Context: an optimization exercise on an open-source flow, tuned for small area and a short achievable clock period. The choices shown serve that exercise and are no tape-out recipe.
RTL that was checked went through simulation tests only; none was proved equivalent to the original.

==> job 4885 <==
==> flow/design.v (excerpt) <==
module dab_conv (
    input  wire         clk,
    input  wire         rst,
    input  wire         in_valid,
    input  wire         in_expand,    
    input  wire [511:0] in_data,      
    input  wire [2:0]   in_nbias,     
    input  wire [3:0]   in_exp,       
    input  wire [3:0]   in_sh,        
    output reg          out_valid,
    output reg  [511:0] out_data,     
    output reg  [3:0]   out_exp,      
    output reg          out_ovf       
);
==> module dab_conv, before the edit <==
module dab_conv (
    input  wire         clk,
    input  wire         rst,
    input  wire         in_valid,
    input  wire         in_expand,    
    input  wire [511:0] in_data,      
    input  wire [2:0]   in_nbias,     
    input  wire [3:0]   in_exp,       
    input  wire [3:0]   in_sh,        
    output reg          out_valid,
    output reg  [511:0] out_data,     
    output reg  [3:0]   out_exp,      
    output reg          out_ovf       
);
    integer i, j, k, a;
    reg [14:7] big;
    always @* begin
        big = 8'd0;
        for (k = 0; k < 32; k = k + 1)
            for (j = 7; j < 15; j = j + 1)
                big[j] = big[j] | (in_data[16*k+j] ^ in_data[16*k+15]);
    end
    reg [3:0] pack_e;
    always @* begin
        pack_e = 4'd0;
        for (j = 7; j < 15; j = j + 1)
            if (big[j])
                pack_e = j - 6;
    end
    reg [8:0] psel;
    always @* begin
        for (j = 0; j < 9; j = j + 1)
            psel[j] = !in_expand && (pack_e == j);
    end
    reg [255:0] d1;
    reg [15:0]  x;
    always @* begin
        for (k = 0; k < 32; k = k + 1) begin
            x = in_data[16*k +: 16];
            d1[8*k+7] = in_expand ? in_data[8*k+7] : x[15];
            for (i = 0; i < 7; i = i + 1) begin
                d1[8*k+i] = in_expand & in_data[8*k+i];
                for (j = 0; j < 9; j = j + 1)
                    d1[8*k+i] = d1[8*k+i] | (x[i+j] & psel[j]);
            end
        end
    end
    wire [4:0] dp = {1'b1, in_exp} - {1'b0, in_sh};
    reg [6:0] nz;
    reg       ovf;
    always @* begin
        nz = 7'd0;
        for (k = 0; k < 32; k = k + 1)
            for (j = 0; j < 7; j = j + 1)
                nz[j] = nz[j] | (in_data[8*k+j] ^ in_data[8*k+7]);
        ovf = 1'b0;
        for (j = 0; j < 7; j = j + 1)
            ovf = ovf | (nz[j] & (dp >= 31 - j));
        ovf = ovf & in_expand;
    end
    reg         r_valid;
    reg         r_expand;
    reg [255:0] r_data;
    reg [4:0]   r_aux;     
    reg [2:0]   r_nbias;
    reg         r_ovf;
    always @(posedge clk) begin
        if (rst)
            r_valid <= 1'b0;
        else
            r_valid <= in_valid;
        r_expand <= in_expand;
        r_data   <= d1;
        r_aux    <= in_expand ? dp : {1'b0, pack_e};
        r_nbias  <= in_nbias;
        r_ovf    <= ovf;
    end
    reg [3:0]  bsel;
    reg [7:0]  asel;
    reg [15:0] sg;      
    always @* begin
        for (j = 0; j < 4; j = j + 1)
            bsel[j] = r_expand && (r_aux[1:0] == j);
        for (j = 0; j < 8; j = j + 1)
            asel[j] = r_expand && (r_aux[4:2] == j);
        for (j = 0; j < 16; j = j + 1)
            sg[j] = r_expand && (4 * r_aux[4:2] < j + 6);
    end
    reg [511:0] res;
    reg [7:0]   m;
    reg [10:0]  z;
    always @* begin
        for (k = 0; k < 32; k = k + 1) begin
            m = r_data[8*k +: 8];
            for (j = 0; j < 11; j = j + 1) begin
                z[j] = 1'b0;
                for (i = 0; i < 4; i = i + 1)
                    if (j >= i)
                        z[j] = z[j] | (bsel[i] & m[(j - i > 7) ? 7 : (j - i)]);
            end
            for (j = 0; j < 16; j = j + 1) begin
                res[16*k+j] = m[7] & sg[j];
                for (a = 0; a < 8; a = a + 1)
                    if (j - 4 * (a - 4) >= 0 && j - 4 * (a - 4) <= 10)
                        res[16*k+j] = res[16*k+j] | (asel[a] & z[j - 4 * (a - 4)]);
            end
        end
        for (k = 0; k < 256; k = k + 1)
            res[k] = res[k] | (r_data[k] & !r_expand);
    end
    always @* begin
        out_valid = r_valid;
        out_data  = res;
        out_exp   = r_expand ? 4'd0 : r_aux[3:0] + {1'b0, r_nbias};
        out_ovf   = r_ovf;
    end
endmodule
export LEC_CHECK = 0
export CAP_MARGIN = 20
export CORE_MARGIN = 2
export CORE_UTILIZATION = 40
export PLACE_DENSITY = 0.5
export SLEW_MARGIN = 20
create_clock -name core_clock -period 16.0 [get_ports {clk}]
standard.sh (not shown) runs the stock make flow with config.mk's settings and CLKGATE_MAP_FILE= SYNTH_SCRIPT=/design/flow/synth_recipe.tcl, a recipe that flattens the netlist after the stock synthesis.
==> flow/flow/run.sh <==
#!/bin/bash
set -euo pipefail
MARGIN=$(cat flow/margin.txt)
bash standard.sh synth > synth.log 2>&1
bash standard.sh "BUFFER_PORTS_ARGS=-buffer_cell sky130_fd_sc_hd__buf_2" \
    "SETUP_SLACK_MARGIN=$MARGIN" finish > layout.log 2>&1
==> flow/flow/margin.txt <==
10.5
==> job 577 (differences from job 4885) <==
==> flow/design.v (replaced) <==
module dab_conv (
    input  wire         clk,
    input  wire         rst,
    input  wire         in_valid,
    input  wire         in_expand,    
    input  wire [511:0] in_data,      
    input  wire [2:0]   in_nbias,     
    input  wire [3:0]   in_exp,       
    input  wire [3:0]   in_sh,        
    output reg          out_valid,
    output reg  [511:0] out_data,     
    output reg  [3:0]   out_exp,      
    output reg          out_ovf       
);
    reg         s1_valid;
    reg         s1_expand;
    reg [511:0] s1_data;
    reg [2:0]   s1_nbias;
    reg [3:0]   s1_exp;
    reg [3:0]   s1_sh;
    always @(posedge clk) begin
        if (rst)
            s1_valid <= 1'b0;
        else
            s1_valid <= in_valid;
        s1_expand <= in_expand;
        s1_data   <= in_data;
        s1_nbias  <= in_nbias;
        s1_exp    <= in_exp;
        s1_sh     <= in_sh;
    end
    integer i, j, k;
    reg [14:7] big;
    always @* begin
        big = 8'd0;
        for (k = 0; k < 32; k = k + 1)
            for (j = 7; j < 15; j = j + 1)
                big[j] = big[j] | (s1_data[16*k+j] ^ s1_data[16*k+15]);
    end
    reg [3:0] pack_e;
    always @* begin
        pack_e = 4'd0;
        for (j = 7; j < 15; j = j + 1)
            if (big[j])
                pack_e = j - 6;
    end
    reg [8:0] psel;
    always @* begin
        for (j = 0; j < 9; j = j + 1)
            psel[j] = !s1_expand && (pack_e == j);
    end
    wire [4:0] dp = {1'b1, s1_exp} - {1'b0, s1_sh};    
    reg [3:0]  bsel;
    reg [7:0]  asel;
    reg [15:0] sg;      
    reg [6:0]  ovge;    
    always @* begin
        for (j = 0; j < 4; j = j + 1)
            bsel[j] = s1_expand && (dp[1:0] == j);
        for (j = 0; j < 8; j = j + 1)
            asel[j] = s1_expand && (dp[4:2] == j);
        for (j = 0; j < 16; j = j + 1)
            sg[j] = s1_expand && (4 * dp[4:2] < j + 6);
        for (j = 0; j < 7; j = j + 1)
            ovge[j] = s1_expand && (dp >= 31 - j);
    end
    reg [6:0] nz;
    always @* begin
        nz = 7'd0;
        for (k = 0; k < 32; k = k + 1)
            for (j = 0; j < 7; j = j + 1)
                nz[j] = nz[j] | (s1_data[8*k+j] ^ s1_data[8*k+7]);
    end
    reg ovf;
    always @* begin
        ovf = 1'b0;
        for (j = 0; j < 7; j = j + 1)
            ovf = ovf | (nz[j] & ovge[j]);
    end
    reg [511:0] res;
    reg [7:0]   m;
    reg [10:0]  z;
    reg [15:0]  x;
    integer a;
    always @* begin
        res = 512'd0;
        for (k = 0; k < 32; k = k + 1) begin
            m = s1_data[8*k +: 8];
            for (j = 0; j < 11; j = j + 1) begin
                z[j] = 1'b0;
                for (i = 0; i < 4; i = i + 1)
                    if (j >= i)
                        z[j] = z[j] | (bsel[i] & m[(j - i > 7) ? 7 : (j - i)]);
            end
            for (j = 0; j < 16; j = j + 1) begin
                res[16*k+j] = m[7] & sg[j];
                for (a = 0; a < 8; a = a + 1)
                    if (j - 4 * (a - 4) >= 0 && j - 4 * (a - 4) <= 10)
                        res[16*k+j] = res[16*k+j] | (asel[a] & z[j - 4 * (a - 4)]);
            end
        end
        for (k = 0; k < 32; k = k + 1) begin
            x = s1_data[16*k +: 16];
            res[8*k+7] = res[8*k+7] | (x[15] & !s1_expand);
            for (i = 0; i < 7; i = i + 1)
                for (j = 0; j < 9; j = j + 1)
                    res[8*k+i] = res[8*k+i] | (x[i+j] & psel[j]);
        end
    end
    always @(posedge clk) begin
        if (rst)
            out_valid <= 1'b0;
        else
            out_valid <= s1_valid;
        out_data <= res;
        out_exp  <= s1_expand ? 4'd0 : pack_e + {1'b0, s1_nbias};
        out_ovf  <= ovf;
    end
endmodule
==> flow/run.sh (new file) <==
#!/bin/bash
# synth_recipe.tcl (not shown) runs the flow's synth.tcl, then flattens the netlist and writes it again
# the make line also repeats each setting of config.mk as NAME=value (left out here)
make -C /OpenROAD-flow-scripts/flow DESIGN_CONFIG=/design/flow/config.mk WORK_HOME=/design/flow/orfs CLKGATE_MAP_FILE= SYNTH_SCRIPT=/design/flow/synth_recipe.tcl finish
removed: flow/flow/run.sh
removed: flow/flow/margin.txt
removed: flow/standard.sh
==> flow_metrics.py <==
metrics = {
    "grt": {
        "grt_use_met1": 0.626,
        "grt_pass1_wl_um": 545000,
        "grt_pass1_vias": 61608,
        "use_met2": 0.750,
        "grtUsageTotal": 0.550,
    },
    "clock_network": {
        "clock-sinks": 1043,
        "postCtsResizedCells": 0,
    },
    "yosys": {
        "synthAdderAreaFrac": 0.00227,
        "ys_seq_area_frac": 0.372,
        "synth_compound_area_frac": 0.288,
        "netlist_top_cells_area": "dfxtp_1 37%, mux2i_1 4.9%, a221oi_1 4.6%, nand2_1 4.5%, xor2_1 4.2%",
        "avgSynthCellArea_um2": 8.81,
        "muxShareOfSynthArea": 0.0881,
        "synth_top_area_share": 0.372,
        "synthTopCellsByCount": "1043 x dfxtp_1, 679 x nand2_1, 547 x clkbuf_1",
        "synth-xor-area-share": 0.0585,
        "syn_area_um2": 56200,
    },
    "place": {
        "gp_congestion": 1.08,
        "dp_slack_ns": 10.21,
    },
    "run_status": {
        "status": "complete, no violations",
    },
    "floorplanning": {
        "fp.dieW_um": 379,
    },
}
-- figures above: job 577

==> flow_metrics.py <==
metrics = {
    "run_status": {
        "stop_stage": "5_1_grt",
        "tool.error": "[ERROR GRT-0116] Global routing finished with congestion. Check the congestion regions in the DRC Viewer.",
        "status": "stopped before the end",
    },
    "yosys": {
        "syn_area_um2": 40600,
        "ys_seq_area_frac": 0.132,
        "muxShareOfSynthArea": 0.0967,
        "avgSynthCellArea_um2": 7.20,
        "synth_top_area_share": 0.132,
    },
    "place": {
        "gp_congestion": 1.14,
    },
    "grt": {
        "grt_pass1_vias": 75512,
        "use_met2": 0.979,
        "grtUsageTotal": 0.894,
    },
}
-- figures above: job 4885

The RTL of job 4885 was laid out without a check of its function.

[afterwards: timing with drivers on the ports]
The results above use ideal ports. As a check the final layout listed here was re-extracted and re-timed, cells and wires unchanged. Step 1 (the two cells are an assumption about what drives the block):
set clk [get_ports {clk}]
set_driving_cell -lib_cell sky130_fd_sc_hd__clkbuf_16 $clk
set_driving_cell -lib_cell sky130_fd_sc_hd__buf_2 [delete_from_list [all_inputs] $clk]
Step 2 adds t to the input delays and takes it off the output delays; t is the mean of the earliest and latest rising clock arrival at the registers after step 1. Input paths then give back, and output paths get back, about the clock's delay inside the block. Three values: ideal, step 1, step 2; two values: the first two.
run: job 577
t (ns): 0.867
setup slack, ns: 9.622 / 9.622 / 9.622
hold WS [ns]: 0.450 / 0.450 / 0.450
latest minus earliest clock arrival (ns): 0.049 / 0.049
After both steps job 577 still meets setup and hold. For job 577, drivers alone change the setup slack by 0.000 ns; drivers and shift together by 0.000 ns.
